Source: an optimization exercise on an open RTL-to-GDS flow (aim: small area, a short achievable clock period and few clock cycles). Production flows keep margins and buffers that such runs may drop. No functional check of the RTL was part of any run shown here.

==> design.v <==
module strobe_energy (
    input  wire        clk,
    input  wire        rst,
    input  wire        tbl_we,
    input  wire [2:0]  tbl_sel,
    input  wire [3:0]  tbl_idx,
    input  wire [31:0] tbl_data,
    input  wire        step_start,
    input  wire [15:0] step_theta,
    input  wire [10:0] step_density,
    input  wire        step_boost,
    input  wire [2:0]  step_pclass,
    input  wire [1:0]  step_nsub,
    input  wire        step_clamp,
    input  wire        dot_valid,
    output wire        dot_ready,
    input  wire [1:0]  dot_value,
    input  wire [3:0]  dot_hist,
    output wire        res_valid,
    input  wire        res_ready,
    output wire [22:0] res_energy,
    output wire [3:0]  res_mask
);
    localparam TBL_HI     = 3'd1;
    localparam TBL_LO     = 3'd2;
    localparam TBL_TARGET = 3'd3;
    localparam TBL_TEMP   = 3'd4;
    localparam TBL_SUB    = 3'd5;
    localparam TBL_BOOST  = 3'd6;
    localparam DIV_STEPS  = 3;           
    localparam DIV_CYC    = 12 / DIV_STEPS;
    reg [11:0] energy_hi [0:15];
    reg [11:0] energy_lo [0:15];
    reg [15:0] energy_target [0:1];
    reg [15:0] temp_pt [0:15];
    reg [11:0] temp_scale [0:15];
    reg [9:0]  sub_share [0:3];          
    reg [11:0] boost_tbl [0:7];
    reg        wr_we;
    reg [2:0]  wr_sel;
    reg [3:0]  wr_idx;
    reg [31:0] wr_data;
    always @(posedge clk) begin
        wr_we   <= tbl_we;
        wr_sel  <= tbl_sel;
        wr_idx  <= tbl_idx;
        wr_data <= tbl_data;
        if (wr_we) begin
            case (wr_sel)
                TBL_HI:     energy_hi[wr_idx] <= wr_data[11:0];
                TBL_LO:     energy_lo[wr_idx] <= wr_data[11:0];
                TBL_TARGET: energy_target[wr_idx[0]] <= wr_data[15:0];
                TBL_TEMP: begin
                    temp_pt[wr_idx]    <= wr_data[31:16];
                    temp_scale[wr_idx] <= wr_data[11:0];
                end
                TBL_SUB:    sub_share[wr_idx[1:0]] <= wr_data[9:0];
                TBL_BOOST:  boost_tbl[wr_idx[2:0]] <= wr_data[11:0];
                default: ;
            endcase
        end
    end
    localparam ST_IDLE = 4'd0;
    localparam ST_RDLO = 4'd1;
    localparam ST_RDHI = 4'd2;
    localparam ST_MUL  = 4'd3;
    localparam ST_DIV  = 4'd4;
    localparam ST_UPS  = 4'd5;
    localparam ST_UP2  = 4'd6;
    localparam ST_UP3  = 4'd7;
    localparam ST_EK   = 4'd8;
    localparam ST_RUN  = 4'd9;
    reg [3:0]  state;
    reg [1:0]  cnt;
    reg [15:0] theta;        
    reg [15:0] span;         
    reg [11:0] scale;        
    reg [27:0] dv;           
    reg [10:0] density;      
    reg [11:0] boost;        
    reg [15:0] clamp_e;      
    reg [1:0]  nsub;
    reg        clamp_on;
    reg [20:0] sub_e [0:3];  
    reg [15:0] ge;
    integer i;
    always @(*) begin
        for (i = 0; i < 16; i = i + 1)
            ge[i] = ($signed(theta) >= $signed(temp_pt[i]));
    end
    wire [16:0] gl = {1'b0, ge[15:1], 1'b1};
    wire [15:0] sel_lo = gl[15:0] & ~gl[16:1];
    wire [15:0] sel_hi = {sel_lo[14:0], 1'b0};
    wire [15:0] rsel = (state == ST_RDHI) ? sel_hi : sel_lo;
    wire        interp = ge[0] && !ge[15];
    reg [15:0] rd_pt;
    reg [11:0] rd_sc;
    always @(*) begin
        rd_pt = 16'd0;
        rd_sc = 12'd0;
        for (i = 0; i < 16; i = i + 1) begin
            rd_pt = rd_pt | (temp_pt[i] & {16{rsel[i]}});
            rd_sc = rd_sc | (temp_scale[i] & {12{rsel[i]}});
        end
    end
    wire [12:0] ds_up  = {1'b0, rd_sc} - {1'b0, scale};
    wire [11:0] ds_dn  = scale - rd_sc;
    wire        down   = ds_up[12];
    wire [15:0] dt_up  = theta - span;
    wire [15:0] dt_dn  = rd_pt - theta;
    wire [11:0] ip_ds  = down ? ds_dn : ds_up[11:0];
    wire [15:0] ip_dt  = down ? dt_dn : dt_up;
    reg [27:0] dv_next;
    reg [16:0] r17;
    always @(*) begin
        dv_next = dv;
        for (i = 0; i < DIV_STEPS; i = i + 1) begin
            r17 = {dv_next[27:12], dv_next[11]};
            if (r17 >= {1'b0, span})
                dv_next = {r17[15:0] - span, dv_next[10:0], 1'b1};
            else
                dv_next = {r17[15:0], dv_next[10:0], 1'b0};
        end
    end
    wire [11:0] boost_rd  = boost_tbl[boost[2:0]];
    wire [11:0] boost_sel = (boost[3] && boost_rd != 12'd0) ? boost_rd : 12'd1024;
    reg        in0_v, in1_v;
    reg [1:0]  in0_val, in1_val;
    reg [3:0]  in0_h, in1_h;
    reg        q1_v, q1_z;
    reg [17:0] q1_x;
    reg        q2_v, q2_z;
    reg [19:0] q2_x;
    reg        q3_v, q3_z;
    reg [20:0] q3_x;
    reg        q4_v, q4_z;
    reg [22:0] q4_x;
    reg        out_v;
    reg [22:0] out_energy;
    reg [3:0]  out_mask;
    assign dot_ready  = !in1_v;
    assign res_valid  = out_v;
    assign res_energy = out_energy;
    assign res_mask   = out_mask;
    wire run      = (state == ST_RUN);
    wire adv      = !out_v || res_ready;
    wire ok2      = (state == ST_UP2) || (state == ST_UP3) || (state == ST_EK);
    wire ok3      = (state == ST_UP3) || (state == ST_EK);
    wire ok1      = (state == ST_UPS) || ok2;
    wire su_q3    = !q3_v;                           
    wire su_q2    = !q2_v || (ok3 && su_q3);
    wire su_q1    = !q1_v || (ok2 && su_q2);
    wire su_in    = ok1 && su_q1;
    wire q4_en    = run ? adv : 1'b1;
    wire q3_en    = run ? adv : su_q3;
    wire q2_en    = run ? adv : su_q2;
    wire q1_en    = run ? adv : su_q1;
    wire in_go    = in0_v && (run ? adv : su_in);
    wire dot_acc  = dot_valid && !in1_v;
    wire        cls_lo = (in0_val == 2'b01);
    reg  [15:0] m1_a;
    reg  [11:0] m1_b;
    always @(*) begin
        case (state)
            ST_RDLO: begin m1_a = energy_target[0]; m1_b = 12'd614; end
            ST_MUL:  begin m1_a = theta;            m1_b = dv[11:0]; end
            default: begin
                m1_a = cls_lo ? energy_target[1] : energy_target[0];
                m1_b = cls_lo ? energy_lo[in0_h] : energy_hi[in0_h];
            end
        endcase
    end
    wire [27:0] m1_p = m1_a * m1_b;
    wire [29:0] m2_p = q1_x * scale;
    wire [30:0] m3_p = q2_x * density;
    wire        ek_mode = (state == ST_EK);
    wire [9:0]  w_rd    = sub_share[cnt];
    wire [10:0] w_k     = {(w_rd == 10'd0), w_rd};
    wire [20:0] m4_a = ek_mode ? sub_e[3] : q3_x;
    wire [11:0] m4_b = ek_mode ? {1'b0, w_k} : boost;
    wire [32:0] m4_p = m4_a * m4_b;
    wire [22:0] x4   = m4_p[32:10];
    wire        over = clamp_on && (x4 > {7'd0, clamp_e});
    wire [22:0] s4_e = over ? {7'd0, clamp_e} : x4;
    reg  [24:0] rr;
    reg  [24:0] r_ge, r_nx;
    reg  [3:0]  s5_m;
    integer     j;
    always @(*) begin
        rr   = {1'b0, q4_x, 1'b0};
        s5_m = 4'd0;
        for (j = 0; j < 4; j = j + 1) begin
            r_ge = rr - {4'd0, sub_e[j]};
            r_nx = rr - {3'd0, sub_e[j], 1'b0};
            if (j <= nsub && !r_ge[24]) begin
                s5_m[j] = 1'b1;
                rr = r_nx;
            end
        end
    end
    wire [22:0] d_energy = q4_z ? 23'd0 : q4_x;
    wire [3:0]  d_mask   = q4_z ? 4'd0  : s5_m;
    always @(posedge clk) begin
        if (rst) begin
            state   <= ST_IDLE;
            in0_v   <= 1'b0;
            in1_v   <= 1'b0;
            q1_v    <= 1'b0;
            q2_v    <= 1'b0;
            q3_v    <= 1'b0;
            q4_v    <= 1'b0;
            out_v   <= 1'b0;
        end else begin
            if (in_go) begin
                in0_v <= in1_v || dot_acc;
                in1_v <= 1'b0;
            end else begin
                in0_v <= in0_v || dot_acc;
                in1_v <= in1_v || (in0_v && dot_acc);
            end
            if (q1_en)
                q1_v <= in_go;
            if (q2_en)
                q2_v <= q1_v && (run || ok2);
            if (q3_en)
                q3_v <= q2_v && (run || ok3);
            if (q4_en)
                q4_v <= q3_v && run;
            if (adv)
                out_v <= q4_v;
            case (state)
                ST_IDLE, ST_RUN:
                    if (step_start)
                        state <= ST_RDLO;
                ST_RDLO: state <= ST_RDHI;
                ST_RDHI: state <= interp ? ST_MUL : ST_UPS;
                ST_MUL:  state <= ST_DIV;
                ST_DIV:
                    if (cnt == DIV_CYC - 1)
                        state <= ST_UPS;
                ST_UPS:  state <= ST_UP2;
                ST_UP2:  state <= ST_UP3;
                ST_UP3:  state <= ST_EK;
                ST_EK:
                    if (cnt == nsub)
                        state <= ST_RUN;
                default: state <= ST_IDLE;
            endcase
        end
    end
    always @(posedge clk) begin
        if (!in1_v) begin
            in1_val <= dot_value;
            in1_h   <= dot_hist;
        end
        if (in_go || !in0_v) begin
            in0_val <= in1_v ? in1_val : dot_value;
            in0_h   <= in1_v ? in1_h : dot_hist;
        end
        if (q1_en) begin
            q1_z <= (in0_val == 2'b00);
            q1_x <= m1_p[27:10];
        end
        if (q2_en) begin
            q2_z <= q1_z;
            q2_x <= m2_p[29:10];
        end
        if (q3_en) begin
            q3_z <= q2_z;
            q3_x <= m3_p[30:10];
        end
        if (q4_en) begin
            q4_z <= q3_z;
            q4_x <= s4_e;
        end
        if (adv) begin
            out_energy <= d_energy;
            out_mask   <= d_mask;
        end
        case (state)
            ST_IDLE, ST_RUN: begin
                theta <= step_theta;
                if (step_start) begin
                    density  <= step_density;
                    boost    <= {8'd0, step_boost, step_pclass};
                    nsub     <= step_nsub;
                    clamp_on <= step_clamp;
                end
            end
            ST_RDLO: begin
                span    <= rd_pt;
                scale   <= rd_sc;
                boost   <= boost_sel;
                clamp_e <= m1_p[25:10];
            end
            ST_RDHI: begin
                span  <= rd_pt - span;
                cnt   <= 2'd0;
                theta <= ip_dt;
                dv    <= {16'd0, ip_ds};
                if (interp && down)
                    scale <= rd_sc;
                if (!interp)
                    q1_x <= {2'd0, energy_target[0]};
            end
            ST_MUL: begin
                dv <= m1_p;
            end
            ST_DIV: begin
                dv  <= dv_next;
                cnt <= cnt + 2'd1;
                if (cnt == DIV_CYC - 1) begin
                    scale <= scale + dv_next[11:0];
                    q1_x  <= {2'd0, energy_target[0]};
                end
            end
            ST_UP3: begin
                sub_e[3] <= m4_p[30:10];
                cnt      <= 2'd0;
            end
            ST_EK: begin
                sub_e[cnt] <= m4_p[30:10];
                cnt <= cnt + 2'd1;
            end
            default: ;
        endcase
    end
endmodule
==> run.sh <==
#!/bin/bash
# synth_recipe.tcl (not shown) runs the flow's synth.tcl, then flattens the netlist and writes it again
# the make line also repeats each setting of config.mk as NAME=value (left out here)
make -C /OpenROAD-flow-scripts/flow DESIGN_CONFIG=/design/flow/config.mk WORK_HOME=/design/flow/orfs CLKGATE_MAP_FILE= SYNTH_SCRIPT=/design/flow/synth_recipe.tcl finish
==> config.mk <==
export PLATFORM = sky130hd
export DESIGN_NAME = strobe_energy
export DESIGN_NICKNAME = strobe_energy
export VERILOG_FILES = /design/flow/design.v
export SDC_FILE = /design/flow/constraint.sdc
export NUM_CORES = 4
export LEC_CHECK = 0
export CAP_MARGIN = 20
export CORE_MARGIN = 2
export CORE_UTILIZATION = 40
export PLACE_DENSITY = 0.6
export SLEW_MARGIN = 20
==> constraint.sdc <==
create_clock -name core_clock -period 52.0 [get_ports {clk}]
set_input_delay 10.4000 -clock core_clock [delete_from_list [all_inputs] [get_ports {clk}]]
set_output_delay 10.4000 -clock core_clock [all_outputs]
set_load 0.01 [all_outputs]
==> impl_metrics.json, run 1 <==
{
  "clock_latency_ps": 840,
  "antenna_left": 0,
  "grt_setup_unrepaired": "false",
  "worstPathRequired_ps": 52690,
  "drv_slew": 0,
  "gr-usage-all-layers_pct": 21.27,
  "worstHoldPathType": "flip-flop to flip-flop",
  "dieHeight_microns": 490.8,
  "via_count": 63680,
  "h-tree-depth": 4,
  "synth_cells": 8193,
  "fin_area_sq_um": 105700,
  "syn2layout_area_growth_pct": 11.54,
  "root_buffer": "clkbuf_16",
  "die_area_sq_um": 240900,
  "synth_nets": 9744,
  "arrival_ps": 13310,
  "clk_pin_slew_ps": 60,
  "syn_area_sq_um": 94780,
  "clockBufferDepth": 3,
  "cts_made_buffers": 158,
  "crit_type": "primary input to flip-flop",
  "avgSynthCellArea_sq_um": 11.57,
  "period_needed_ps": 12630,
  "post-route-period-util_pct": 24.28,
  "finalSetupViolations": 0,
  "cp-end-kind": "flip-flop",
  "synth_seq_cells": 1385,
  "core.rowCount": 178,
  "start_kind": "primary input",
  "synth_common_cells": "edfxtp_1 (1,301), inv_1 (1,152), nand2_1 (913)",
  "cts.sinks": 1385,
  "hold_violations": 0,
  "drv_cap": 0,
  "initial_utilization_pct": 40.26,
  "wirelength_microns": 256100,
  "worstPathMaxFanout": 28,
  "cts_setup_buffers": 0,
  "finalWorstSetupSlack_ps": 39380,
  "ioPinCount": 114,
  "gr-total-overflow": 0,
  "nNetsFinal": 9893,
  "ctsHoldBuffers": 0,
  "setup-tns-final_ps": 0,
  "vias_per_cell": 5.479,
  "drive_above_1_share_pct": 8.867,
  "fillers": 21570,
  "core-area_sq_um": 235400,
  "die_w_microns": 490.8,
  "grt_first_pass_wirelength_microns": 395600,
  "wl_per_cell_microns": 22.03,
  "yosysMostFrequentCell": "edfxtp_1",
  "yosys-top-cells-area": "edfxtp_1 (41%), fa_1 (14%), ha_1 (11%), inv_1 (4.6%), mux4_2 (3.7%)",
  "placed_area_sq_um": 100300,
  "gp_congestion": 0.8980,
  "async_flop_share_pct": 0,
  "relSlewSlack_pct": 13.31,
  "antenna_found_initial": 11,
  "status": "complete, no violations",
  "yosysSeqAreaShare_pct": 42.99,
  "grt_pass1_vias": 65970,
  "fmaxAchievable_mhz": 79.21,
  "ys.flop_type": "edfxtp_1",
  "skew_ps": 100.3,
  "yosys_warnings": 1,
  "grt_start_max_net_pins": 78,
  "place.port_buffers": 113,
  "place_ws_ps": 38530,
  "cts_resized": 0,
  "max_slew.worst_pin.slew_ps": 1291,
  "hpwl_microns": 188100,
  "synth_top_cell_area_share_pct": 41.22,
  "dr.first_iter.drc_count": 5738,
  "drc": 0,
  "cts_tree": "built",
  "drt_pass1_iterations": 7,
  "synth_cell_types": 87,
  "yosys.area.top_type": "edfxtp_1",
  "synth_edf_count": 1301
}
[cells in the final DEF, fill, tap and decap left out, drive strengths merged, types with 185 or more instances in the layout]
master	n
and2	196
nor2	425
o21ai	280
clkbuf	185
ha	806
edfxtp	1301
fa	660
inv	1164
a21oi	300
nand2	913
[final timing paths]
path	cells after the start	endpoint	startpoint	slack (ps)
setup / recovery	9	flip-flop	res_ready	39380
hold / removal	0	q4_z	q3_z	380
setup reg to reg	56	scale[11]	span[1]	39400
hold reg to reg	0	q4_z	q3_z	380
[per-layer routing]
layer | wire, microns | track usage (%) | vias up | part of all wire (%)
met5 | 41 | 0 | - | 0.016
li1 | - | - | 29040 | -
met4 | 8420 | 7.271 | 6 | 3.3
met1 | 110200 | 28.92 | 32210 | 43
met3 | 16030 | 2.756 | 402 | 6.3
met2 | 121400 | 35.06 | 2021 | 47
[flip-flops by register name, summed over array words and instances (netlist names), 28 cells and up, named ones only]
register and cells:
temp_pt 256, energy_lo 192, sub_share 40, energy_hi 192
energy_target 32, wr_data 32, sub_e 84, dv 28
boost_tbl 96, temp_scale 192
[logic make-up after synthesis]
family                   after synthesis  synth area share, %
XOR/XNOR                             198                1.830
flip-flops                          1385                42.99
AO/OA/AOI/OAI                       1313                9.390
AND/OR/NAND/NOR                     2088                10.17
multiplexers                         301                5.311
adder cells (fa/ha/maj)             1466                24.58
buffers and inverters               1442                5.728
[per-stage QoR]
| step | instances | utilization (%) | hold WS, ps |
|---|---|---|---|
| after floorplan | 8193 | - | 400.3 |
| after global placement | 11330 | 42.58 | 434.1 |
| after detailed placement | 11330 | 42.61 | 429.0 |
| after CTS | 11620 | 44.87 | 380.9 |
| after global routing | 11620 | 44.91 | 399.1 |
| final | 11620 | 44.91 | 384.6 |
[cell type report]
type / instances / area, sq um / share of cell area (%)
Sequential cell: 1385 / 40770 / 38.57
Timing Repair Buffer: 277 / 2401 / 2.271
Multi-Input combinational cell: 5366 / 48950 / 46.30
Antenna cell: 3 / 7.507 / 0.007101
Clock buffer: 185 / 4169 / 3.943
Inverter: 1154 / 4332 / 4.097
Clock inverter: 103 / 1151 / 1.089
Tap cell: 3150 / 3941 / 3.728
[critical path: stages]
cell	delay (ps)
clkdlybuf4s50_1	390
nor2b_1	430
inv_1	100
buf_4	280
nor2_1	360
or2_2	480
a21o_1	160
nand2_1	290
mux2_2	390
==> inputs of run 2 (changes only) <==
--- a/config.mk
+++ b/config.mk
@@ -5,6 +5,7 @@
 export SDC_FILE = /design/flow/constraint.sdc
 export NUM_CORES = 4
 export LEC_CHECK = 0
+export ABC_AREA = 1
 export CAP_MARGIN = 20
 export CORE_MARGIN = 2
 export CORE_UTILIZATION = 40
==> run 2 against run 1 <==
- core utilization shrank 0.15 points
- flip-flop and latch count unchanged
- clock skew decreased by 28 ps
- design area rose by 3.2%
- register-to-register slack gained 2600 ps
- final cell count is 20% higher
- global-route usage is 2.5 points higher
- setup slack got worse by 570 ps
- first-iteration DRC count up 23%
- largest cell class unchanged
==> impl_metrics.json, run 2 <==
{
  "critical-path-top-delay-family": "buffers and inverters",
  "vias_per_cell": 5.370,
  "async_flop_share_pct": 0,
  "worstPathMaxFanout": 9,
  "max_slew.worst_pin.slew_ps": 1143,
  "wirelength_microns": 300100,
  "worstPathRequired_ps": 41600,
  "h-tree-depth": 4,
  "grt_start_max_net_pins": 82,
  "cp_slowest_cell": "dfxtp_1",
  "core.rowCount": 181,
  "fmaxAchievable_mhz": 75.78,
  "cts_resized": 0,
  "yosysSeqAreaShare_pct": 41.46,
  "cts_tree": "built",
  "cts_setup_buffers": 0,
  "synth_cell_types": 74,
  "post-route-period-util_pct": 25.38,
  "die_w_microns": 499.7,
  "cp-end-kind": "output pin",
  "status": "complete, no violations",
  "dieHeight_microns": 499.7,
  "yosys.area.top_type": "edfxtp_1",
  "drv_slew": 0,
  "finalSetupViolations": 0,
  "dr.first_iter.drc_count": 7060,
  "nNetsFinal": 12210,
  "fillers": 23180,
  "synth_nets": 12100,
  "holdWs_ps": 435.2,
  "final_common_cell": "nand2_1",
  "grt_setup_unrepaired": "false",
  "place.port_buffers": 113,
  "root_buffer": "clkbuf_16",
  "relSlewSlack_pct": 23.59,
  "synth_top_cell_area_share_pct": 39.75,
  "regMostFlops": "temp_pt",
  "syn_area_sq_um": 98290,
  "cts.sinks": 1385,
  "via_count": 75130,
  "initial_utilization_pct": 40.34,
  "yosys-top-cells-area": "edfxtp_1 (40%), fa_1 (13%), ha_1 (10%), nand2_1 (8.7%), inv_1 (6.7%)",
  "ctsHoldBuffers": 0,
  "cts_made_buffers": 157,
  "grt_first_pass_wirelength_microns": 453000,
  "skew_ps": 72.36,
  "syn2layout_area_growth_pct": 10.97,
  "wl_per_cell_microns": 21.45,
  "die_area_sq_um": 249700,
  "largest_reg_flops": 256,
  "clock_latency_ps": 840,
  "critPathBufInv": 2,
  "gr-total-overflow": 0,
  "grt_pass1_vias": 74690,
  "period_needed_ps": 13200,
  "antenna_left": 0,
  "arrival_ps": 2800,
  "avgSynthCellArea_sq_um": 9.317,
  "gp_congestion": 0.9394,
  "core-area_sq_um": 243700,
  "drc": 0,
  "ioPinCount": 114,
  "layout_common_cells": "nand2_1 (2,281), inv_1 (1,755), edfxtp_1 (1,301)",
  "yosysMostFrequentCell": "nand2_1",
  "worstHoldPathType": "flip-flop to flip-flop",
  "synth_edf_count": 1301,
  "drv_cap": 0,
  "yosys_warnings": 1,
  "antenna_found_initial": 8,
  "crit_type": "flip-flop to output pin",
  "cp_slowest_stage_delay_ps": 700,
  "clockBufferDepth": 3,
  "synth_cells": 10550,
  "clk_pin_slew_ps": 60,
  "hpwl_microns": 221500,
  "ys.flop_type": "edfxtp_1",
  "start_kind": "flip-flop",
  "setup-tns-final_ps": 0,
  "drive_above_1_share_pct": 4.951,
  "synth_seq_cells": 1385,
  "hold_violations": 0,
  "drt_pass1_iterations": 8,
  "gr-usage-all-layers_pct": 23.74,
  "crit_chain": "clkinv_1 > clkdlybuf4s50_1",
  "synth_common_cells": "nand2_1 (2,281), inv_1 (1,759), edfxtp_1 (1,301)"
}
==> run 2: cell count changes after synthesis, moves of 105 or more <==
cell	previous run	this run
nor2_1	425	875
mux4_2	154	0
inv_1	1152	1759
nor2b_1	105	0
o22ai_1	7	176
nand2_1	913	2281
a21oi_1	300	496
nand3_1	94	293
o21ai_0	266	644
and2_1	195	1
a21o_1	149	28
==> run 2: per-layer routing <==
layer	track usage [%]	share of wire (%)
met5	0	0.0083
met4	8.801	4.0
met3	3.466	7.1
met2	39.15	47
met1	31.70	42
==> run 2: cell type report <==
cell class | count | area, sq um | share of cell area (%)
Sequential cell | 1385 | 40770 | 37.38
Clock inverter | 100 | 1257 | 1.153
Antenna cell | 3 | 7.507 | 0.006882
Multi-Input combinational cell | 7052 | 49830 | 45.68
Timing Repair Buffer | 273 | 2376 | 2.178
Clock buffer | 188 | 4118 | 3.775
Tap cell | 3202 | 4006 | 3.673
Inverter | 1788 | 6718 | 6.159
==> run 2: stage by stage <==
step                      cells  worst slack [ps]  cell area, sq um  utilization [%]
after floorplan           10550             39510             98290                -
after CTS                 13980             38670            109000            44.71
final                     13990             38800            109100            44.76
after detailed placement  13690             37900            103600            42.51
after global placement    13690             37980            103500            42.49
after global routing      13990             38690            109100            44.76
==> run 2: worst paths after layout <==
| path | from | endpoint | slack (ps) | cells after the start |
|---|---|---|---|---|
| max | in1_v | dot_ready | 38800 | 2 |
| max reg2reg | flip-flop | dv[16] | 41950 | 32 |
| min reg2reg | q1_z | q2_z | 440 | 0 |
| min | q1_z | q2_z | 440 | 0 |
==> run 2: logic make-up (layout without fill, tap and decap cells) <==
logic type,after synthesis,in the layout,synth area share (%)
adder cells (fa/ha/maj),1466,1466,23.70
buffers and inverters,2113,2349,8.128
AND/OR/NAND/NOR,3710,3710,15.18
flip-flops,1385,1385,41.46
XOR/XNOR,216,216,1.925
other,0,3,0
multiplexers,2,2,0.02164
AO/OA/AOI/OAI,1658,1658,9.584
==> inputs of run 3 (changes only) <==
--- a/design.v
+++ b/design.v
@@ -112,12 +112,14 @@
     wire [15:0] ip_dt  = down ? dt_dn : dt_up;
     reg [27:0] dv_next;
     reg [16:0] r17;
+    reg [17:0] r_sub;
     always @(*) begin
         dv_next = dv;
         for (i = 0; i < DIV_STEPS; i = i + 1) begin
-            r17 = {dv_next[27:12], dv_next[11]};
-            if (r17 >= {1'b0, span})
-                dv_next = {r17[15:0] - span, dv_next[10:0], 1'b1};
+            r17   = {dv_next[27:12], dv_next[11]};
+            r_sub = {1'b0, r17} - {2'b00, span};
+            if (!r_sub[17])
+                dv_next = {r_sub[15:0], dv_next[10:0], 1'b1};
             else
                 dv_next = {r17[15:0], dv_next[10:0], 1'b0};
         end
@@ -125,6 +127,7 @@
     wire [11:0] boost_rd  = boost_tbl[boost[2:0]];
     wire [11:0] boost_sel = (boost[3] && boost_rd != 12'd0) ? boost_rd : 12'd1024;
     reg        in0_v, in1_v;
+    reg        rdy;          
     reg [1:0]  in0_val, in1_val;
     reg [3:0]  in0_h, in1_h;
     reg        q1_v, q1_z;
@@ -138,12 +141,17 @@
     reg        out_v;
     reg [22:0] out_energy;
     reg [3:0]  out_mask;
-    assign dot_ready  = !in1_v;
+    reg        sk_v;         
+    reg [22:0] sk_energy;    
+    reg [3:0]  sk_mask;
+    assign dot_ready  = rdy;
     assign res_valid  = out_v;
     assign res_energy = out_energy;
     assign res_mask   = out_mask;
     wire run      = (state == ST_RUN);
-    wire adv      = !out_v || res_ready;
+    wire adv      = !sk_v;
+    wire push     = adv && q4_v;
+    wire pop      = out_v && res_ready;
     wire ok2      = (state == ST_UP2) || (state == ST_UP3) || (state == ST_EK);
     wire ok3      = (state == ST_UP3) || (state == ST_EK);
     wire ok1      = (state == ST_UPS) || ok2;
@@ -156,7 +164,7 @@
     wire q2_en    = run ? adv : su_q2;
     wire q1_en    = run ? adv : su_q1;
     wire in_go    = in0_v && (run ? adv : su_in);
-    wire dot_acc  = dot_valid && !in1_v;
+    wire dot_acc  = dot_valid && rdy;
     wire        cls_lo = (in0_val == 2'b01);
     reg  [15:0] m1_a;
     reg  [11:0] m1_b;
@@ -205,18 +213,22 @@
             state   <= ST_IDLE;
             in0_v   <= 1'b0;
             in1_v   <= 1'b0;
+            rdy     <= 1'b1;
             q1_v    <= 1'b0;
             q2_v    <= 1'b0;
             q3_v    <= 1'b0;
             q4_v    <= 1'b0;
             out_v   <= 1'b0;
+            sk_v    <= 1'b0;
         end else begin
             if (in_go) begin
                 in0_v <= in1_v || dot_acc;
                 in1_v <= 1'b0;
+                rdy   <= 1'b1;
             end else begin
                 in0_v <= in0_v || dot_acc;
                 in1_v <= in1_v || (in0_v && dot_acc);
+                rdy   <= !(in1_v || (in0_v && dot_acc));
             end
             if (q1_en)
                 q1_v <= in_go;
@@ -226,8 +238,9 @@
                 q3_v <= q2_v && (run || ok3);
             if (q4_en)
                 q4_v <= q3_v && run;
-            if (adv)
-                out_v <= q4_v;
+            if (!out_v || res_ready)
+                out_v <= sk_v || push;
+            sk_v <= sk_v ? !pop : (push && out_v && !res_ready);
             case (state)
                 ST_IDLE, ST_RUN:
                     if (step_start)
@@ -273,9 +286,13 @@
             q4_z <= q3_z;
             q4_x <= s4_e;
         end
-        if (adv) begin
-            out_energy <= d_energy;
-            out_mask   <= d_mask;
+        if (!out_v || res_ready) begin
+            out_energy <= sk_v ? sk_energy : d_energy;
+            out_mask   <= sk_v ? sk_mask : d_mask;
+        end
+        if (!sk_v) begin
+            sk_energy <= d_energy;
+            sk_mask   <= d_mask;
         end
         case (state)
             ST_IDLE, ST_RUN: begin
==> flow/run.sh (new file) <==
#!/bin/bash
# The standard layout, except that the input and output ports are buffered
# with buf_4 cells instead of the delay buffers buffer_ports picks by default.
# make's full output (which holds every tool's output) goes to flow_make.log;
# ORFS also keeps each step's log under orfs/logs/.
set -o pipefail
bash standard.sh "BUFFER_PORTS_ARGS=-buffer_cell sky130_fd_sc_hd__buf_4" finish > flow_make.log 2>&1
==> standard.sh (new file) <==
#!/bin/bash
# synth_recipe.tcl (not shown) runs the flow's synth.tcl, then flattens the netlist and writes it again
# the make line also repeats each setting of config.mk as NAME=value (left out here)
make -C /OpenROAD-flow-scripts/flow DESIGN_CONFIG=/design/flow/config.mk WORK_HOME=/design/flow/orfs CLKGATE_MAP_FILE= SYNTH_SCRIPT=/design/flow/synth_recipe.tcl "${@:-finish}"
--- a/config.mk
+++ b/config.mk
@@ -5,7 +5,6 @@
 export SDC_FILE = /design/flow/constraint.sdc
 export NUM_CORES = 4
 export LEC_CHECK = 0
-export ABC_AREA = 1
 export CAP_MARGIN = 20
 export CORE_MARGIN = 2
 export CORE_UTILIZATION = 40
removed: run.sh
==> run 3 against run 2 <==
- global-route usage decreased by 2.2 points
- critical endpoint is now scale[10]
- synthesized cell count shrank 22%
- still clean on timing, DRC and antenna
- critical path type is now flip-flop to flip-flop
- flip-flop and latch count rose by 29
- synthesized area fell by 2.4%
- register-to-register slack worse by 2400 ps
==> impl_metrics.json, run 3 <==
{
  "gp_congestion": 0.9348,
  "worstPathRequired_ps": 52500,
  "die_area_sq_um": 243700,
  "drv_cap": 0,
  "max_slew.worst_pin.slew_ps": 1209,
  "cts_tree": "built",
  "vias_per_cell": 5.514,
  "drt_pass1_iterations": 9,
  "drc": 0,
  "final_common_cell": "edfxtp_1",
  "root_buffer": "clkbuf_16",
  "cp_slowest_stage_delay_ps": 580,
  "yosysSeqAreaShare_pct": 43.09,
  "yosys_warnings": 1,
  "start_kind": "flip-flop",
  "synth_seq_cells": 1414,
  "async_flop_share_pct": 0,
  "grt_setup_unrepaired": "false",
  "cts_made_buffers": 158,
  "hold_violations": 0,
  "syn2layout_area_growth_pct": 11.02,
  "crit_start": "span[1]",
  "arrival_ps": 12980,
  "die_w_microns": 493.7,
  "skew_ps": 58.51,
  "place_ws_ps": 39560,
  "crit_type": "flip-flop to flip-flop",
  "cp_slowest_cell": "nand2_1",
  "worstReg2RegEnd": "scale[10]",
  "synth_common_cells": "edfxtp_1 (1,301), inv_1 (1,130), nand2_1 (965)",
  "avgSynthCellArea_sq_um": 11.59,
  "cp-end-kind": "flip-flop",
  "synth_nets": 9824,
  "grt_pass1_vias": 66290,
  "ys.flop_type": "edfxtp_1",
  "worstPathMaxFanout": 22,
  "layout_common_cells": "edfxtp_1 (1,301), inv_1 (1,130), nand2_1 (963)",
  "wl_per_cell_microns": 22.65,
  "cts.sinks": 1414,
  "dr.first_iter.drc_count": 5577,
  "nNetsFinal": 9942,
  "hpwl_microns": 196800,
  "finalWorstSetupSlack_ps": 39520,
  "synth_edf_count": 1301,
  "clock_latency_ps": 820,
  "drive_above_1_share_pct": 10.65,
  "antenna_left": 0,
  "synth_top_cell_area_share_pct": 40.73,
  "antenna_found_initial": 4,
  "regMostFlops": "temp_pt",
  "period_needed_ps": 12480,
  "core.rowCount": 179,
  "cts_resized": 0,
  "globalRouteMet3Util_pct": 2.868,
  "h-tree-depth": 4,
  "fmaxAchievable_mhz": 80.16,
  "grt_start_max_net_pins": 63,
  "clockBufferDepth": 3,
  "rr_worst_depth": 47,
  "grt_first_pass_wirelength_microns": 401000,
  "drv_slew": 0,
  "ioPinCount": 114,
  "critPathCapture": "scale[10]",
  "r2r_start": "span[1]",
  "worstHoldPathType": "flip-flop to flip-flop",
  "gr-total-overflow": 0,
  "place.port_buffers": 113,
  "finalSetupViolations": 0,
  "initial_utilization_pct": 40.29,
  "cts_setup_buffers": 0,
  "synth_cell_types": 108,
  "post-route-period-util_pct": 23.99,
  "relSlewSlack_pct": 18.81,
  "yosys-top-cells-area": "edfxtp_1 (41%), fa_1 (14%), ha_1 (11%), inv_1 (4.4%), nand2_1 (3.8%)",
  "clk_pin_slew_ps": 60,
  "use_met1_pct": 28.43,
  "synth_cells": 8273,
  "path_common_cell": "a21oi_1",
  "largest_reg_flops": 256,
  "met2_usage_pct": 35.76,
  "status": "complete, no violations",
  "syn_area_sq_um": 95910,
  "dieHeight_microns": 493.7,
  "ctsHoldBuffers": 0,
  "grt_busiest_layer": "met2",
  "r2r_setup_slack_ps": 39520,
  "setup-tns-final_ps": 0,
  "via_count": 64490,
  "yosysMostFrequentCell": "edfxtp_1",
  "gr-usage-all-layers_pct": 21.56,
  "wirelength_microns": 264900,
  "core-area_sq_um": 238100,
  "yosys.area.top_type": "edfxtp_1"
}
[run 3: changes by cell type in the layout (fill, tap and decap cells not counted), sizes merged, moves of 154 or more]
cell,before,now
nand2,2294,965
nand3,295,93
o22ai,176,17
inv,1769,1142
nor2,880,422
and2,1,171
mux4,0,154
o21ai,675,242
a21oi,496,319
[run 3: how the worst min path moves through the flow]
stage          cells past startpoint   end  start  slack, ps
4_1_cts                            0  q4_z   q3_z        400
6_report                           0  q4_z   q3_z        400
2_1_floorplan                      0  q2_z   q1_z        400
3_5_place_dp                       0  q4_z   q3_z        410
3_3_place_gp                       0  q4_z   q3_z        410
5_1_grt                            0  q4_z   q3_z        410
[run 3: kinds of logic (layout without fill, tap and decap cells)]
logic type                 Yosys count  in the layout  synth area share, %
and+or+nand+nor                   2131           2131                10.17
xor gates and xnor gates           206            206                1.911
buffers and inverters             1433           1685                5.677
adders and majority gates         1466           1466                24.29
DFF                               1414           1414                43.09
AOI/OAI and AO/OA                 1318           1318                9.510
muxes                              305            305                5.354
other                                0              3                    0
[run 3: routing by layer]
| layer | vias up | wire length, microns |
|---|---|---|
| li1 | 29410 | - |
| met1 | 32600 | 111800 |
| met2 | 2057 | 126200 |
| met3 | 429 | 15480 |
| met4 | 0 | 11370 |
| met5 | - | 0 |
[run 3: stage by stage]
stage,cells,instance area (sq um),utilization [%],hold WS (ps)
floorplan,8273,95910,-,400.3
global placement,11390,100900,42.38,407.8
detailed placement,11400,101000,42.41,412.3
CTS,11690,106400,44.68,400.4
global route,11690,106500,44.72,413.0
finish,11700,106500,44.73,396.2
[run 3: worst max-delay path, delay by kind of cell, from the launching register on]
family,cells,cell delay (ps)
compound gates,29,7190
xor+xnor,1,80
fa+ha+maj,5,1530
buf+inv,3,740
flops,1,510
mux,2,780
simple gates,7,1300
[run 3: final cells by class]
cell class / count / area, sq um
Antenna cell: 3 / 7.507
Clock buffer: 187 / 4207
Clock inverter: 107 / 1200
Fill cell: 21710 / 131600
Inverter: 1131 / 4245
Multi-Input combinational cell: 5426 / 49510
Sequential cell: 1414 / 41370
Tap cell: 3167 / 3963
Timing Repair Buffer: 260 / 1984
==> inputs of run 4 (changes only) <==
--- a/design.v
+++ b/design.v
@@ -72,21 +72,53 @@
     localparam ST_RUN  = 4'd9;
     reg [3:0]  state;
     reg [1:0]  cnt;
-    reg [15:0] theta;        
-    reg [15:0] span;         
     reg [11:0] scale;        
-    reg [27:0] dv;           
     reg [10:0] density;      
     reg [11:0] boost;        
     reg [15:0] clamp_e;      
     reg [1:0]  nsub;
     reg        clamp_on;
-    reg [20:0] sub_e [0:3];  
+    reg [20:0] e0, e1, e2, e3;
+    wire [15:0] theta = e0[15:0];    
+    wire [15:0] span  = e1[15:0];    
+    wire [27:0] dv    = {e3[6:0], e2};
+    wire [20:0] sub_e [0:3];
+    assign sub_e[0] = e0;
+    assign sub_e[1] = e1;
+    assign sub_e[2] = e2;
+    assign sub_e[3] = e3;
+    function ge16s;
+        input [15:0] a, b;
+        reg [15:0] ua, ub, g, l;
+        reg [7:0]  g1, l1;
+        reg [3:0]  g2, l2;
+        reg [1:0]  g3, l3;
+        integer    k;
+        begin
+            ua = {~a[15], a[14:0]};
+            ub = {~b[15], b[14:0]};
+            g  = ua & ~ub;
+            l  = ~ua & ub;
+            for (k = 0; k < 8; k = k + 1) begin
+                g1[k] = g[2*k+1] | (~l[2*k+1] & g[2*k]);
+                l1[k] = l[2*k+1] | (~g[2*k+1] & l[2*k]);
+            end
+            for (k = 0; k < 4; k = k + 1) begin
+                g2[k] = g1[2*k+1] | (~l1[2*k+1] & g1[2*k]);
+                l2[k] = l1[2*k+1] | (~g1[2*k+1] & l1[2*k]);
+            end
+            for (k = 0; k < 2; k = k + 1) begin
+                g3[k] = g2[2*k+1] | (~l2[2*k+1] & g2[2*k]);
+                l3[k] = l2[2*k+1] | (~g2[2*k+1] & l2[2*k]);
+            end
+            ge16s = ~(l3[1] | (~g3[1] & l3[0]));
+        end
+    endfunction
     reg [15:0] ge;
     integer i;
     always @(*) begin
         for (i = 0; i < 16; i = i + 1)
-            ge[i] = ($signed(theta) >= $signed(temp_pt[i]));
+            ge[i] = ge16s(theta, temp_pt[i]);
     end
     wire [16:0] gl = {1'b0, ge[15:1], 1'b1};
     wire [15:0] sel_lo = gl[15:0] & ~gl[16:1];
@@ -124,6 +156,11 @@
                 dv_next = {r17[15:0], dv_next[10:0], 1'b0};
         end
     end
+    wire [11:0] part_lo = scale + {dv[11-DIV_STEPS:0], {DIV_STEPS{1'b0}}};
+    wire [11-DIV_STEPS:0] part_hi1 = part_lo[11:DIV_STEPS] + 1'b1;
+    wire [DIV_STEPS:0] low_sum = {1'b0, part_lo[DIV_STEPS-1:0]} + {1'b0, dv_next[DIV_STEPS-1:0]};
+    wire [11:0] scale_fix = {low_sum[DIV_STEPS] ? part_hi1 : part_lo[11:DIV_STEPS],
+                             low_sum[DIV_STEPS-1:0]};
     wire [11:0] boost_rd  = boost_tbl[boost[2:0]];
     wire [11:0] boost_sel = (boost[3] && boost_rd != 12'd0) ? boost_rd : 12'd1024;
     reg        in0_v, in1_v;
@@ -296,8 +333,8 @@
         end
         case (state)
             ST_IDLE, ST_RUN: begin
-                theta <= step_theta;
                 if (step_start) begin
+                    e0       <= {5'd0, step_theta};
                     density  <= step_density;
                     boost    <= {8'd0, step_boost, step_pclass};
                     nsub     <= step_nsub;
@@ -305,38 +342,46 @@
                 end
             end
             ST_RDLO: begin
-                span    <= rd_pt;
+                e1      <= {5'd0, rd_pt};
                 scale   <= rd_sc;
                 boost   <= boost_sel;
                 clamp_e <= m1_p[25:10];
             end
             ST_RDHI: begin
-                span  <= rd_pt - span;
+                e1    <= {5'd0, rd_pt - span};
                 cnt   <= 2'd0;
-                theta <= ip_dt;
-                dv    <= {16'd0, ip_ds};
+                e0    <= {5'd0, ip_dt};
+                e2    <= {9'd0, ip_ds};
+                e3    <= 21'd0;
                 if (interp && down)
                     scale <= rd_sc;
                 if (!interp)
                     q1_x <= {2'd0, energy_target[0]};
             end
             ST_MUL: begin
-                dv <= m1_p;
+                e2 <= m1_p[20:0];
+                e3 <= {14'd0, m1_p[27:21]};
             end
             ST_DIV: begin
-                dv  <= dv_next;
+                e2  <= dv_next[20:0];
+                e3  <= {14'd0, dv_next[27:21]};
                 cnt <= cnt + 2'd1;
                 if (cnt == DIV_CYC - 1) begin
-                    scale <= scale + dv_next[11:0];
+                    scale <= scale_fix;
                     q1_x  <= {2'd0, energy_target[0]};
                 end
             end
             ST_UP3: begin
-                sub_e[3] <= m4_p[30:10];
+                e3       <= m4_p[30:10];
                 cnt      <= 2'd0;
             end
             ST_EK: begin
-                sub_e[cnt] <= m4_p[30:10];
+                case (cnt)
+                    2'd0: e0 <= m4_p[30:10];
+                    2'd1: e1 <= m4_p[30:10];
+                    2'd2: e2 <= m4_p[30:10];
+                    default: e3 <= m4_p[30:10];
+                endcase
                 cnt <= cnt + 2'd1;
             end
             default: ;
--- a/config.mk
+++ b/config.mk
@@ -7,6 +7,6 @@
 export LEC_CHECK = 0
 export CAP_MARGIN = 20
 export CORE_MARGIN = 2
-export CORE_UTILIZATION = 40
-export PLACE_DENSITY = 0.6
+export CORE_UTILIZATION = 65
+export PLACE_DENSITY = 0.72
 export SLEW_MARGIN = 20
==> run 4 against run 3 <==
- register-to-register slack improved by 460 ps
- core utilization is 27 points higher
- largest cell class unchanged
- critical endpoint is now out_mask[3]
- setup slack improved by 460 ps
- flip-flop and latch count shrank 60
- first-iteration DRC count rose by 32%
- design area fell by 5.5%
- synthesized area shrank 4.0%
==> impl_metrics.json, run 4 <==
{
  "async_flop_share_pct": 0,
  "gp_congestion": 0.9630,
  "post-route-period-util_pct": 23.10,
  "vias_per_cell": 6.420,
  "worstHoldPathType": "flip-flop to flip-flop",
  "antenna_left": 0,
  "largest_reg_flops": 256,
  "hpwl_microns": 189300,
  "die_w_microns": 380.4,
  "die_area_sq_um": 144700,
  "root_buffer": "clkbuf_16",
  "cts.sinks": 1354,
  "wirelength_microns": 258600,
  "path_common_cell": "a21oi_1",
  "drive_above_1_share_pct": 10.37,
  "use_met1_pct": 49.88,
  "grt_setup_unrepaired": "false",
  "yosys-top-cells-area": "edfxtp_1 (40%), fa_1 (14%), ha_1 (7.5%), mux4_2 (3.8%), nand2_1 (3.7%)",
  "dieHeight_microns": 380.4,
  "core.rowCount": 138,
  "cts_resized": 0,
  "globalRouteMet3Util_pct": 6.430,
  "worstPathRequired_ps": 52560,
  "synth_cells": 7994,
  "cp-end-kind": "flip-flop",
  "core-area_sq_um": 141100,
  "rr_worst_depth": 53,
  "via_count": 64750,
  "ctsHoldBuffers": 0,
  "drv_cap": 0,
  "whs_path_depth": 0,
  "start_kind": "flip-flop",
  "fin_area_sq_um": 100600,
  "grt_busiest_layer": "met2",
  "cp_slowest_stage_delay_ps": 790,
  "hold_violations": 0,
  "skew_ps": 67.63,
  "placed_area_sq_um": 95550,
  "synth_common_cells": "edfxtp_1 (1,241), nand2_1 (908), inv_1 (900)",
  "yosysMostFrequentCell": "edfxtp_1",
  "gr-usage-all-layers_pct": 35.96,
  "grt_start_max_net_pins": 75,
  "place.port_buffers": 113,
  "met2_usage_pct": 56.04,
  "drc": 0,
  "antenna_found_initial": 6,
  "status": "complete, no violations",
  "finalSetupViolations": 0,
  "crit_type": "flip-flop to flip-flop",
  "ys.flop_type": "edfxtp_1",
  "final_common_cell": "edfxtp_1",
  "arrival_ps": 12580,
  "initial_utilization_pct": 65.28,
  "syn_area_sq_um": 92080,
  "worstPathMaxFanout": 26,
  "layout_common_cells": "edfxtp_1 (1,241), nand2_1 (907), inv_1 (900)",
  "grt_pass1_vias": 64780,
  "syn2layout_area_growth_pct": 9.255,
  "clk_pin_slew_ps": 60,
  "synth_top_cell_area_share_pct": 40.47,
  "avgSynthCellArea_sq_um": 11.52,
  "setup-tns-final_ps": 0,
  "yosys_warnings": 1,
  "cp_slowest_cell": "edfxtp_1",
  "grt_first_pass_wirelength_microns": 393700,
  "cts_made_buffers": 143,
  "regMostFlops": "temp_pt",
  "clockBufferDepth": 3,
  "drt_pass1_iterations": 10,
  "synth_nets": 9294,
  "h-tree-depth": 4,
  "ioPinCount": 114,
  "period_needed_ps": 12010,
  "wl_per_cell_microns": 25.64,
  "synth_edf_count": 1241,
  "cts_setup_buffers": 0,
  "fmaxAchievable_mhz": 83.24,
  "gr-total-overflow": 0,
  "antennaDiodeCount": 0,
  "yosysSeqAreaShare_pct": 42.93,
  "dr.first_iter.drc_count": 7353,
  "synth_cell_types": 107,
  "yosys.area.top_type": "edfxtp_1",
  "cts_tree": "built",
  "drv_slew": 0,
  "max_slew.worst_pin.slew_ps": 1249,
  "relSlewSlack_pct": 15.83,
  "synth_seq_cells": 1354,
  "nNetsFinal": 9374,
  "clock_latency_ps": 830
}
## run 4: cell types whose count changed in the layout (fill, tap and decap cells not counted), moves of 28 or more
cell / before / now
nand2b_1: 82 / 126
mux2_2: 83 / 51
edfxtp_1: 1301 / 1241
nand2_1: 963 / 907
nand4_1: 83 / 37
nor2b_1: 81 / 177
and2_1: 169 / 204
maj3_1: 0 / 90
xnor2_1: 130 / 158
inv_1: 1130 / 900
ha_1: 806 / 554
## run 4: logic make-up (layout without fill, tap and decap cells)
| kind of cell | after synthesis | count (layout) | synth area share [%] |
|---|---|---|---|
| simple gates | 2203 | 2203 | 11.18 |
| compound gates | 1367 | 1367 | 10.36 |
| buf+inv | 1252 | 1453 | 5.170 |
| fa+ha+maj | 1306 | 1306 | 22.89 |
| xor+xnor | 222 | 222 | 2.120 |
| mux | 290 | 290 | 5.352 |
| flops | 1354 | 1354 | 42.93 |
## run 4: metrics by stage
| step | util, % | setup slack (ps) | cells | hold slack, ps |
|---|---|---|---|---|
| 2_1_floorplan | - | 39650 | 7994 | 400.3 |
| 3_3_place_gp | 67.70 | 40130 | 9815 | 431.3 |
| 3_5_place_dp | 67.73 | 40120 | 9815 | 431.2 |
| 4_1_cts | 71.24 | 40170 | 10080 | 444.8 |
| 5_1_grt | 71.32 | 38970 | 10090 | 460.5 |
| 6_report | 71.32 | 39990 | 10090 | 440.5 |
## run 4: final timing paths
kind / startpoint / end / slack (ps)
setup / recovery: e0[1] / out_mask[3] / 39990
hold reg to reg: q2_z / q3_z / 440
hold / removal: q2_z / q3_z / 440
setup reg to reg: e0[1] / out_mask[3] / 39990
## run 4: final cells by class
cell class	instances	area (sq um)
Clock buffer	182	3913
Clock inverter	84	1045
Fill cell	10000	40460
Inverter	907	3405
Multi-Input combinational cell	5388	48200
Sequential cell	1354	39570
Tap cell	1890	2365
Timing Repair Buffer	280	2110
## run 4: critical path: cells and delay by family (launching register included)
family / cells / cell delay [ps]
xor gates and xnor gates: 1 / 90
buffers and inverters: 5 / 1480
muxes: 3 / 870
DFF: 1 / 790
AOI/OAI and AO/OA: 31 / 6530
adders and majority gates: 4 / 1210
and+or+nand+nor: 9 / 790
## run 4: layer usage
metal / vias up / share of wire [%]
met2: 3445 / 46
met1: 32310 / 39
met5: - / 0.015
li1: 28410 / -
met4: 6 / 5.1
met3: 579 / 9.5

[separate check: timing with driven ports]
The flow's constraints put no driver on any port. The routed layouts listed below were extracted and timed again, unchanged, in two steps.
Step 1 assumes that a clkbuf_16 drives the clock port and a buf_2 every other input.
Step 2 moves the port delays by t, midway between the first and last clock arrival at a register: inputs arrive t later, outputs are due t later. That takes back most of the time a late clock gives input paths.
a / b / c = ideal ports / drivers / drivers and shift; a / b = the first two.
| run | t (ns) | slack for setup (ns) | slew at the worst register clock pin (ns) | pins driven straight from the clock port |
|---|---|---|---|---|
| run 1 | 0.883 | 39.375 / 39.402 / 38.561 | 0.07 / 0.07 | 1 |
| run 2 | 0.889 | 38.804 / 38.709 / 38.378 | 0.07 / 0.07 | 1 |
| run 3 | 0.881 | 39.524 / 39.524 / 39.524 | 0.07 / 0.07 | 1 |
| run 4 | 0.885 | 39.986 / 39.986 / 39.986 | 0.07 / 0.07 | 1 |
After both steps every run listed still meets setup and hold. For run 1, which loses most, drivers alone change the setup slack by +0.027 ns; drivers and shift together by -0.814 ns.
